What follows belongs to an exercise in optimizing a design on an open flow for small area; a production flow would make more cautious choices. At most, simulation tests tie the RTL to the original design; equivalence was not proved.

==> 03-09: inputs <==
==> flow/design.v <==
module filter_chan_add #(parameter W = 8) (
    input  wire [W-1:0] x,
    input  wire [W-1:0] y,
    input  wire         ci,
    output wire [W-1:0] s
);
    wire [W:0] cy;
    assign cy[0] = ci;
    genvar i;
    generate
        for (i = 0; i < W; i = i + 1) begin : g
            assign s[i]    = x[i] ^ y[i] ^ cy[i];
            assign cy[i+1] = (x[i] & y[i]) | (x[i] & cy[i]) | (y[i] & cy[i]);
        end
    endgenerate
endmodule
module filter_chan_csa #(parameter W = 8) (
    input  wire [W-1:0] x,
    input  wire [W-1:0] y,
    input  wire [W-1:0] z,
    output wire [W-1:0] s,
    output wire [W-1:0] c
);
    wire [W-1:0] cc = (x & y) | (x & z) | (y & z);
    assign s = x ^ y ^ z;
    assign c = {cc[W-2:0], 1'b0};
endmodule
module filter_chan_mac (
    input  wire [8:0]  a,
    input  wire [32:0] b,
    input  wire [47:0] acc_in,
    input  wire [47:0] kin,
    output wire [47:0] sum
);
    localparam [47:0] SE = 48'hFAAC_0000_0000;    
    wire [10:0] ax = {a[8], a, 1'b0};             
    wire [35:0] bx = {b[32], b[32], b, 1'b0};     
    wire [4:0]  neg;
    wire [5*35-1:0] r;                           
    genvar k, j;
    generate
        for (k = 0; k < 5; k = k + 1) begin : bk
            wire t0 = ax[2*k];
            wire t1 = ax[2*k+1];
            wire t2 = ax[2*k+2];
            wire one = t1 ^ t0;
            wire two = (t2 & ~t1 & ~t0) | (~t2 & t1 & t0);
            assign neg[k] = t2;
            for (j = 0; j < 35; j = j + 1) begin : bj
                wire m = (one & bx[j+1]) | (two & bx[j]);
                if (j == 34)
                    assign r[35*k+j] = ~(m ^ t2);
                else
                    assign r[35*k+j] = m ^ t2;
            end
        end
    endgenerate
    wire [47:0] v1 = kin | SE | {39'd0, neg[4], 8'd0};
    wire [47:0] v2 = {13'd0, r[0 +: 35]};
    wire [47:0] v3 = {11'd0, r[35 +: 35], 1'b0, neg[0]};
    wire [47:0] v4 = {9'd0,  r[70 +: 35], 1'b0, neg[1], 2'd0};
    wire [47:0] v5 = {7'd0,  r[105 +: 35], 1'b0, neg[2], 4'd0};
    wire [47:0] v6 = {5'd0,  r[140 +: 35], 1'b0, neg[3], 6'd0};
    wire [47:0] s1, c1, s2, c2, s3, c3, s4, c4, s5, c5;
    filter_chan_csa #(48) u1 (.x(acc_in), .y(v1), .z(v2), .s(s1), .c(c1));
    filter_chan_csa #(48) u2 (.x(v3),     .y(v4), .z(v5), .s(s2), .c(c2));
    filter_chan_csa #(48) u3 (.x(s1),     .y(c1), .z(s2), .s(s3), .c(c3));
    filter_chan_csa #(48) u4 (.x(c2),     .y(v6), .z(s3), .s(s4), .c(c4));
    filter_chan_csa #(48) u5 (.x(c3),     .y(s4), .z(c4), .s(s5), .c(c5));
    filter_chan_add #(48) u6 (.x(s5), .y(c5), .ci(1'b0), .s(sum));
endmodule
module filter_chan (
    input  wire        clk,
    input  wire        rst,           
    input  wire [5:0]  cfg_dec,       
    input  wire [1:0]  cfg_ord,       
    input  wire [3:0]  cfg_taps,      
    input  wire        cfg_sat32,     
    input  wire        coef_we,       
    input  wire [3:0]  coef_addr,
    input  wire [15:0] coef_data,
    input  wire        start,         
    input  wire        stop,          
    input  wire        in_valid,      
    input  wire [31:0] in_data,
    output wire        out_valid,     
    output wire [31:0] out_data
);
    localparam [1:0] ST_STOP = 2'd0, ST_SETUP = 2'd1, ST_RUN = 2'd2;
    localparam [2:0] AI_ZERO = 3'd0,    
                     AI_ACC  = 3'd1,    
                     AI_SHL1 = 3'd2,    
                     AI_SHL8 = 3'd3,    
                     AI_SHR8 = 3'd5,    
                     AI_PSH  = 3'd6;    
    reg [1:0]  st;
    reg [5:0]  dm1;                     
    reg [1:0]  ord;                     
    reg [3:0]  ntaps;                   
    reg        sat32;
    reg [15:0] coef [0:15];
    reg [3:0]  ph;                      
    reg [16*33-1:0] hr;                 
    reg [8*56-1:0]  cr;                 
    reg [55:0] c;                       
    reg [32:0] vreg;                    
    reg [31:0] kq;                      
    reg        rho;                     
    reg [47:0] acc;
    reg [47:0] preg;                    
    reg [3:0]  s_new;                   
    reg [5:0]  scnt;                    
    reg [5:0]  dcnt;                    
    reg        cic_pend, cic_go, cic_due;
    reg        cic_fresh_i, cic_fresh_m;    
    reg        sk_on;
    reg [2:0]  skcnt;
    reg        c0_on, c0cnt;
    reg        fir_on, fir_pre;
    reg [4:0]  fcnt;
    reg        pre_req, ins_pend;
    reg        ovalid;
    wire run   = (st == ST_RUN);
    wire setup = (st == ST_SETUP);
    wire [2:0] ph3 = ph[2:0];
    wire [32:0] head    = hr[16*33-1 -: 33];
    wire [3:0]  idx     = s_new - ph;                        
    wire        ins_now = ins_pend & (idx == 4'd0);
    wire        hclr    = setup & (scnt >= 6'd40) & (scnt <= 6'd55);
    wire [32:0] h_tail  = (ins_now | hclr) ? vreg : head;
    wire [55:0] chead   = cr[8*56-1 -: 56];
    wire        cic_act = run & (cic_go | (cic_pend & (ph3 == 3'd0)));
    wire        is_comb = ph3[2];
    wire        c_en    = cic_act & (is_comb ? (cic_due & (ph3[1:0] <= ord)) : (ph3[1:0] <= ord));
    wire        c_rd    = c_en & ~(is_comb ? cic_fresh_m : cic_fresh_i);
    wire        c_sub   = cic_act & is_comb;
    wire [55:0] c_opb   = (c_rd ? chead : 56'd0) ^ {56{c_sub}};
    wire [55:0] c_sum;
    filter_chan_add #(56) u_cadd (.x(c), .y(c_opb), .ci(c_sub), .s(c_sum));
    wire [55:0] c_tail  = c_en ? (is_comb ? c : c_sum) : chead;
    wire        ld_x    = run & in_valid & (dm1 != 6'd0);
    wire [3:0]  cidx  = c0_on ? 4'd0 : (idx + {3'd0, fir_pre});
    wire [15:0] cval  = coef[cidx];
    wire        cok   = c0_on | ((cidx <= ntaps) & ~(fir_pre & (idx == 4'd15)));
    wire        c_hi  = c0_on ? ~c0cnt : ~fcnt[4];
    wire [8:0]  cbyte = ~cok ? 9'd0 : c_hi ? {cval[15], cval[15:8]} : {1'b0, cval[7:0]};
    wire [7:0]  sbyte = c[skcnt*8 +: 8];
    reg  [8:0]  ma;
    reg         use_v;
    reg  [2:0]  ai;
    reg  [47:0] kc;
    always @* begin
        ma = 9'd0; use_v = 1'b1; ai = AI_ACC; kc = 48'd0;
        if (setup) begin
            ai = AI_ZERO;
            if (scnt == 6'd0) begin
                kc = 48'd1;                                     
            end else if (scnt <= 6'd4) begin
                ma = {2'b0, {1'b0, dm1} + 7'd1};                
            end else if (scnt <= 6'd38) begin
                if (scnt == 6'd5) begin                         
                    kc = 48'd1;
                    ma = 9'h1FF;
                end else begin                                  
                    ai = AI_SHL1;
                    ma = acc[47] ? 9'd1 : 9'h1FF;
                end
            end else if (scnt == 6'd56) begin
                kc = 48'd8192;                                  
            end
        end else if (sk_on) begin
            ma = {(skcnt == 3'd6) & sbyte[7], sbyte};
            ai = (skcnt == 3'd0) ? AI_ZERO : (skcnt <= 3'd4) ? AI_SHR8 : AI_ACC;
            kc = (skcnt == 3'd0) ? 48'h0000_8000_0000 : 48'd0;
        end else if (c0_on) begin
            ma = cbyte;
            ai = c0cnt ? AI_SHL8 : AI_PSH;
        end else if (fir_on) begin
            ma    = cbyte;
            use_v = ins_now;
            ai    = (fcnt == 5'd0) ? AI_ZERO : (fcnt == 5'd16) ? AI_SHL8 : AI_ACC;
            kc    = (fcnt == 5'd0) ? 48'd32 : 48'd0;
        end
    end
    wire [32:0] mb = use_v ? vreg : head;
    reg  [47:0] acc_in;
    always @* begin
        case (ai)
            AI_ACC:  acc_in = acc;
            AI_SHL1: acc_in = {acc[46:0], 1'b0};
            AI_SHL8: acc_in = {acc[39:0], preg[7:0] & {8{c0_on}}};
            AI_SHR8: acc_in = {8'd0, acc[47:8]};
            AI_PSH:  acc_in = {8'd0, preg[47:8]};
            default: acc_in = 48'd0;
        endcase
    end
    wire [47:0] sum;
    filter_chan_mac u_mac (.a(ma), .b(mb), .acc_in(acc_in), .kin(kc), .sum(sum));
    wire [32:0] kinc;
    filter_chan_add #(33) u_kinc (.x({1'b0, kq}), .y(33'd0), .ci(rho), .s(kinc));
    wire signed [33:0] y = acc[47:14];
    wire [31:0] y_sat16 = y[33] ? 32'd0 : (|y[32:16]) ? 32'd65535 : {16'd0, y[15:0]};
    wire [31:0] y_sat32 = (y[33:31] == 3'b000 || y[33:31] == 3'b111) ? y[31:0] :
                          y[33] ? 32'h8000_0000 : 32'h7FFF_FFFF;
    assign out_valid = ovalid;
    assign out_data  = sat32 ? y_sat32 : y_sat16;
    always @(posedge clk) begin
        if (coef_we && (st == ST_STOP))
            coef[coef_addr] <= coef_data;
    end
    always @(posedge clk) begin
        hr  <= {hr[15*33-1:0], h_tail};
        cr  <= {cr[7*56-1:0], c_tail};
        c   <= ld_x ? {{24{in_data[31]}}, in_data} : c_sum;
        acc <= sum;
        ph  <= rst ? 4'd0 : ph + 4'd1;
    end
    always @(posedge clk) begin
        ovalid <= 1'b0;
        if (rst || stop) begin
            st <= ST_STOP;
        end else begin
            case (st)
                ST_STOP: if (start) begin
                    dm1      <= cfg_dec;
                    ord      <= cfg_ord;
                    ntaps    <= cfg_taps;
                    sat32    <= cfg_sat32;
                    s_new    <= 4'd0;
                    dcnt     <= 6'd0;
                    scnt     <= 6'd0;
                    cic_pend <= 1'b0;
                    cic_go   <= 1'b0;
                    cic_fresh_i <= 1'b1;
                    cic_fresh_m <= 1'b1;
                    sk_on    <= 1'b0;
                    c0_on    <= 1'b0;
                    fir_on   <= 1'b0;
                    pre_req  <= 1'b0;
                    ins_pend <= 1'b0;
                    st       <= ST_SETUP;
                end
                ST_SETUP: begin
                    scnt <= scnt + 6'd1;
                    if (scnt == 6'd0 || (scnt <= 6'd4 && scnt[1:0] - 2'd1 <= ord) ||
                        scnt == 6'd39)
                        vreg <= sum[32:0];                      
                    if (scnt >= 6'd5 && scnt <= 6'd37)
                        kq <= {kq[30:0], ~sum[47]};
                    if (scnt == 6'd38)
                        rho <= ~sum[47];
                    if (scnt == 6'd56) begin
                        preg <= sum;                            
                        st   <= ST_RUN;
                    end
                end
                ST_RUN: begin
                    if (in_valid) begin
                        if (dm1 == 6'd0) begin
                            vreg     <= {in_data[31], in_data};
                            s_new    <= s_new + 4'd1;
                            ins_pend <= 1'b1;
                            fir_on   <= 1'b1;
                            fir_pre  <= 1'b0;
                            fcnt     <= 5'd0;
                        end else begin
                            vreg     <= kinc;
                            cic_pend <= 1'b1;
                            cic_due  <= (dcnt == dm1);
                            if (dcnt == dm1) begin
                                dcnt  <= 6'd0;
                                s_new <= s_new + 4'd1;
                            end else
                                dcnt  <= dcnt + 6'd1;
                        end
                    end
                    if (cic_pend && ph3 == 3'd0) begin
                        cic_pend <= 1'b0;
                        cic_go   <= 1'b1;
                    end
                    if (cic_go && ph3 == 3'd7) begin
                        cic_go <= 1'b0;
                        cic_fresh_i <= 1'b0;
                        if (cic_due)
                            cic_fresh_m <= 1'b0;
                        if (cic_due) begin
                            sk_on <= 1'b1;
                            skcnt <= 3'd0;
                        end
                    end
                    if (ins_now)
                        ins_pend <= 1'b0;
                    if (sk_on) begin
                        skcnt <= skcnt + 3'd1;
                        if (skcnt == 3'd4 || skcnt == 3'd5)
                            vreg <= {vreg[24:0], 8'd0};         
                        if (skcnt == 3'd6) begin
                            sk_on    <= 1'b0;
                            vreg     <= sum[32:0];              
                            ins_pend <= 1'b1;
                            c0_on    <= 1'b1;
                            c0cnt    <= 1'b0;
                        end
                    end
                    if (c0_on) begin
                        c0cnt <= 1'b1;
                        if (c0cnt) begin
                            c0_on   <= 1'b0;
                            ovalid  <= 1'b1;
                            pre_req <= 1'b1;
                        end
                    end
                    if (fir_on) begin
                        fcnt <= fcnt + 5'd1;
                        if (fcnt == 5'd31) begin
                            fir_on <= 1'b0;
                            if (fir_pre)
                                preg   <= sum;
                            else
                                ovalid <= 1'b1;
                        end
                    end
                    if (pre_req && !ins_pend && !fir_on && !sk_on && !c0_on) begin
                        pre_req <= 1'b0;
                        fir_on  <= 1'b1;
                        fir_pre <= 1'b1;
                        fcnt    <= 5'd0;
                    end
                end
                default: st <= ST_STOP;
            endcase
        end
    end
endmodule
==> flow/run.sh <==
#!/bin/bash
# synth_recipe.tcl (not shown) runs the flow's synth.tcl, then flattens the netlist and writes it again
# the make line also repeats each setting of config.mk as NAME=value (left out here)
make -C /OpenROAD-flow-scripts/flow DESIGN_CONFIG=/design/flow/config.mk WORK_HOME=/design/flow/orfs CLKGATE_MAP_FILE= SYNTH_SCRIPT=/design/flow/synth_recipe.tcl finish
==> flow/config.mk <==
export PLATFORM = sky130hd
export DESIGN_NAME = filter_chan
export DESIGN_NICKNAME = filter_chan
export VERILOG_FILES = /design/flow/design.v
export SDC_FILE = /design/flow/constraint.sdc
export NUM_CORES = 4
export LEC_CHECK = 0
export ABC_AREA = 1
export CAP_MARGIN = 0
export CORE_MARGIN = 2
export CORE_UTILIZATION = 40
export CTS_BUF_LIST = sky130_fd_sc_hd__clkbuf_16
export CTS_CLUSTER_DIAMETER = 60
export CTS_CLUSTER_SIZE = 30
export SLEW_MARGIN = 0
==> flow/constraint.sdc <==
create_clock -name core_clock -period 25.0 [get_ports {clk}]
set_input_delay 5.0000 -clock core_clock [delete_from_list [all_inputs] [get_ports {clk}]]
set_output_delay 5.0000 -clock core_clock [all_outputs]
set_load 0.01 [all_outputs]
==> inputs of 09-15, as changes to 03-09 <==
--- a/flow/design.v
+++ b/flow/design.v
@@ -101,8 +101,11 @@
     reg [15:0] coef [0:15];
     reg [3:0]  ph;                      
     reg [16*33-1:0] hr;                 
-    reg [8*56-1:0]  cr;                 
-    reg [55:0] c;                       
+    reg [8*28-1:0]  crl;                
+    reg [8*28-1:0]  crh;                
+    reg [27:0] c_lo;                    
+    reg [27:0] c_hi;                    
+    reg        ch_en, ch_rd, ch_sub, ch_comb, ch_cy;    
     reg [32:0] vreg;                    
     reg [31:0] kq;                      
     reg        rho;                     
@@ -128,22 +131,28 @@
     wire        ins_now = ins_pend & (idx == 4'd0);
     wire        hclr    = setup & (scnt >= 6'd40) & (scnt <= 6'd55);
     wire [32:0] h_tail  = (ins_now | hclr) ? vreg : head;
-    wire [55:0] chead   = cr[8*56-1 -: 56];
+    wire [27:0] chead_l = crl[8*28-1 -: 28];
+    wire [27:0] chead_h = crh[8*28-1 -: 28];
+    wire [55:0] c       = {c_hi, c_lo};
     wire        cic_act = run & (cic_go | (cic_pend & (ph3 == 3'd0)));
     wire        is_comb = ph3[2];
     wire        c_en    = cic_act & (is_comb ? (cic_due & (ph3[1:0] <= ord)) : (ph3[1:0] <= ord));
     wire        c_rd    = c_en & ~(is_comb ? cic_fresh_m : cic_fresh_i);
     wire        c_sub   = cic_act & is_comb;
-    wire [55:0] c_opb   = (c_rd ? chead : 56'd0) ^ {56{c_sub}};
-    wire [55:0] c_sum;
-    filter_chan_add #(56) u_cadd (.x(c), .y(c_opb), .ci(c_sub), .s(c_sum));
-    wire [55:0] c_tail  = c_en ? (is_comb ? c : c_sum) : chead;
+    wire [27:0] cl_opb  = (c_rd ? chead_l : 28'd0) ^ {28{c_sub}};
+    wire [28:0] cl_sum;
+    filter_chan_add #(29) u_caddl (.x({1'b0, c_lo}), .y({1'b0, cl_opb}), .ci(c_sub), .s(cl_sum));
+    wire [27:0] cl_tail = c_en ? (is_comb ? c_lo : cl_sum[27:0]) : chead_l;
+    wire [27:0] ch_opb  = (ch_rd ? chead_h : 28'd0) ^ {28{ch_sub}};
+    wire [27:0] ch_sum;
+    filter_chan_add #(28) u_caddh (.x(c_hi), .y(ch_opb), .ci(ch_cy), .s(ch_sum));
+    wire [27:0] ch_tail = ch_en ? (ch_comb ? c_hi : ch_sum) : chead_h;
     wire        ld_x    = run & in_valid & (dm1 != 6'd0);
     wire [3:0]  cidx  = c0_on ? 4'd0 : (idx + {3'd0, fir_pre});
     wire [15:0] cval  = coef[cidx];
     wire        cok   = c0_on | ((cidx <= ntaps) & ~(fir_pre & (idx == 4'd15)));
-    wire        c_hi  = c0_on ? ~c0cnt : ~fcnt[4];
-    wire [8:0]  cbyte = ~cok ? 9'd0 : c_hi ? {cval[15], cval[15:8]} : {1'b0, cval[7:0]};
+    wire        cb_hi = c0_on ? ~c0cnt : ~fcnt[4];
+    wire [8:0]  cbyte = ~cok ? 9'd0 : cb_hi ? {cval[15], cval[15:8]} : {1'b0, cval[7:0]};
     wire [7:0]  sbyte = c[skcnt*8 +: 8];
     reg  [8:0]  ma;
     reg         use_v;
@@ -210,8 +219,15 @@
     end
     always @(posedge clk) begin
         hr  <= {hr[15*33-1:0], h_tail};
-        cr  <= {cr[7*56-1:0], c_tail};
-        c   <= ld_x ? {{24{in_data[31]}}, in_data} : c_sum;
+        crl <= {crl[7*28-1:0], cl_tail};
+        crh <= {crh[7*28-1:0], ch_tail};
+        c_lo <= ld_x ? in_data[27:0] : cl_sum[27:0];
+        c_hi <= ld_x ? {{24{in_data[31]}}, in_data[31:28]} : ch_sum;
+        ch_en   <= c_en;
+        ch_rd   <= c_rd;
+        ch_sub  <= c_sub;
+        ch_comb <= is_comb;
+        ch_cy   <= cl_sum[28];
         acc <= sum;
         ph  <= rst ? 4'd0 : ph + 4'd1;
     end
- CORE_UTILIZATION: 40 -> 65
- CTS_BUF_LIST: sky130_fd_sc_hd__clkbuf_16 -> sky130_fd_sc_hd__clkbuf_8
- CTS_CLUSTER_DIAMETER: 60 -> 40
- CTS_CLUSTER_SIZE: 30 -> 12
- PLACE_DENSITY: unset -> 0.75
==> inputs of 10-02, as changes to 03-09 <==
--- a/flow/design.v
+++ b/flow/design.v
@@ -101,8 +101,11 @@
     reg [15:0] coef [0:15];
     reg [3:0]  ph;                      
     reg [16*33-1:0] hr;                 
-    reg [8*56-1:0]  cr;                 
-    reg [55:0] c;                       
+    reg [8*28-1:0]  crl;                
+    reg [8*28-1:0]  crh;                
+    reg [27:0] c_lo;                    
+    reg [27:0] c_hi;                    
+    reg        ch_en, ch_rd, ch_one, ch_comb, ch_cy;    
     reg [32:0] vreg;                    
     reg [31:0] kq;                      
     reg        rho;                     
@@ -128,22 +131,29 @@
     wire        ins_now = ins_pend & (idx == 4'd0);
     wire        hclr    = setup & (scnt >= 6'd40) & (scnt <= 6'd55);
     wire [32:0] h_tail  = (ins_now | hclr) ? vreg : head;
-    wire [55:0] chead   = cr[8*56-1 -: 56];
+    wire [27:0] chead_l = crl[8*28-1 -: 28];
+    wire [27:0] chead_h = crh[8*28-1 -: 28];
+    wire [55:0] c       = {c_hi, c_lo};
     wire        cic_act = run & (cic_go | (cic_pend & (ph3 == 3'd0)));
     wire        is_comb = ph3[2];
     wire        c_en    = cic_act & (is_comb ? (cic_due & (ph3[1:0] <= ord)) : (ph3[1:0] <= ord));
     wire        c_rd    = c_en & ~(is_comb ? cic_fresh_m : cic_fresh_i);
-    wire        c_sub   = cic_act & is_comb;
-    wire [55:0] c_opb   = (c_rd ? chead : 56'd0) ^ {56{c_sub}};
-    wire [55:0] c_sum;
-    filter_chan_add #(56) u_cadd (.x(c), .y(c_opb), .ci(c_sub), .s(c_sum));
-    wire [55:0] c_tail  = c_en ? (is_comb ? c : c_sum) : chead;
+    wire        c_one   = c_en & ~c_rd & is_comb;    
+    wire        c_sub   = c_en & is_comb;
+    wire [27:0] cl_opb  = (chead_l & {28{c_rd}}) | {28{c_one}};
+    wire [28:0] cl_sum;
+    filter_chan_add #(29) u_caddl (.x({1'b0, c_lo}), .y({1'b0, cl_opb}), .ci(c_sub), .s(cl_sum));
+    wire [27:0] cl_tail = c_en ? (is_comb ? ~c_lo : cl_sum[27:0]) : chead_l;
+    wire [27:0] ch_opb  = (chead_h & {28{ch_rd}}) | {28{ch_one}};
+    wire [27:0] ch_sum;
+    filter_chan_add #(28) u_caddh (.x(c_hi), .y(ch_opb), .ci(ch_cy), .s(ch_sum));
+    wire [27:0] ch_tail = ch_en ? (ch_comb ? ~c_hi : ch_sum) : chead_h;
     wire        ld_x    = run & in_valid & (dm1 != 6'd0);
     wire [3:0]  cidx  = c0_on ? 4'd0 : (idx + {3'd0, fir_pre});
     wire [15:0] cval  = coef[cidx];
     wire        cok   = c0_on | ((cidx <= ntaps) & ~(fir_pre & (idx == 4'd15)));
-    wire        c_hi  = c0_on ? ~c0cnt : ~fcnt[4];
-    wire [8:0]  cbyte = ~cok ? 9'd0 : c_hi ? {cval[15], cval[15:8]} : {1'b0, cval[7:0]};
+    wire        cb_hi = c0_on ? ~c0cnt : ~fcnt[4];
+    wire [8:0]  cbyte = ~cok ? 9'd0 : cb_hi ? {cval[15], cval[15:8]} : {1'b0, cval[7:0]};
     wire [7:0]  sbyte = c[skcnt*8 +: 8];
     reg  [8:0]  ma;
     reg         use_v;
@@ -210,8 +220,15 @@
     end
     always @(posedge clk) begin
         hr  <= {hr[15*33-1:0], h_tail};
-        cr  <= {cr[7*56-1:0], c_tail};
-        c   <= ld_x ? {{24{in_data[31]}}, in_data} : c_sum;
+        crl <= {crl[7*28-1:0], cl_tail};
+        crh <= {crh[7*28-1:0], ch_tail};
+        c_lo <= ld_x ? in_data[27:0] : cl_sum[27:0];
+        c_hi <= ld_x ? {{24{in_data[31]}}, in_data[31:28]} : ch_sum;
+        ch_en   <= c_en;
+        ch_rd   <= c_rd;
+        ch_one  <= c_one;
+        ch_comb <= is_comb;
+        ch_cy   <= cl_sum[28];
         acc <= sum;
         ph  <= rst ? 4'd0 : ph + 4'd1;
     end
==> flow/flow/run.sh (new file) <==
#!/bin/bash
# The standard layout (the standard.sh, ORFS from synthesis to finish),
# with two changes in what the flow is asked for:
#  - clock tree: clkbuf_8 buffers, sink clusters of 12, no dummy loads;
#  - port buffers: the smallest buffer cell (every port is still buffered).
# Each tool's full output is in the ORFS logs; make's output is in standard.log.
set -euo pipefail
export CTS_ARGS="-sink_clustering_enable -repair_clock_nets -sink_clustering_size 12 -sink_clustering_max_diameter 40 -buf_list sky130_fd_sc_hd__clkbuf_8 -dont_use_dummy_load"
export BUFFER_PORTS_ARGS="-buffer_cell sky130_fd_sc_hd__buf_1"
bash standard.sh > standard.log 2>&1
==> flow/standard.sh (new file) <==
#!/bin/bash
# synth_recipe.tcl (not shown) runs the flow's synth.tcl, then flattens the netlist and writes it again
# the make line also repeats each setting of config.mk as NAME=value (left out here)
make -C /OpenROAD-flow-scripts/flow DESIGN_CONFIG=/design/flow/config.mk WORK_HOME=/design/flow/orfs CLKGATE_MAP_FILE= SYNTH_SCRIPT=/design/flow/synth_recipe.tcl "${@:-finish}"
- CORE_UTILIZATION: 40 -> 60
- CTS_BUF_LIST: sky130_fd_sc_hd__clkbuf_16 -> sky130_fd_sc_hd__clkbuf_8
- CTS_CLUSTER_DIAMETER: 60 -> 40
- CTS_CLUSTER_SIZE: 30 -> 12
removed: flow/run.sh
==> notes <==
In 09-15 the die area is lower than in 10-02, by about 7%.
Between 03-09 and 10-02, the lower flip-flop and latch count is in 03-09 (gap 5).
Of 09-15 and 03-09, 03-09 has the higher register-to-register slack (gap 0.02 ns).
Core utilization: 09-15 > 10-02 > 03-09.
The lowest synthesized cell count belongs to 03-09, the highest to 09-15.
Of 03-09 and 09-15, 03-09 has the higher routed wire length (gap about 1.8%, measured against 09-15).
09-15 finished with timing, DRC and antenna clean. 03-09 finished with timing, DRC and antenna clean. 10-02 completed with no timing, DRC or antenna violations.
Non-clock buffer count: 10-02 < 09-15 < 03-09.
No functional check of the RTL was part of 03-09 and 10-02.

[what the ideal ports hide]
No port has a modelled driver above. Below, the same layouts with a new extraction and two added sets of constraints.
Step 1, drivers: a clkbuf_16 drives clk and a buf_2 each remaining input, both assumed.
Step 2 adds t to the input delays and takes it off the output delays; t is the mean of the earliest and latest rising clock arrival at the registers after step 1. Input paths then give back, and output paths get back, about the clock's delay inside the block.
a / b / c = no drivers / after step 1 / after step 2; a / b = the first two.
run	t, ns	setup WS [ns]	hold slack, ns	worst setup path at the end	latest minus earliest clock arrival (ns)
03-09	0.810	1.024 / 1.024 / 1.024	0.293 / 0.293 / 0.293	register to register	0.082 / 0.082
09-15	0.932	1.008 / 1.008 / 1.008	0.304 / 0.304 / 0.304	register to register	0.054 / 0.054
10-02	0.887	0.993 / 0.993 / 0.993	0.253 / 0.253 / 0.253	register to register	0.093 / 0.094
After both steps every run listed still meets setup and hold.
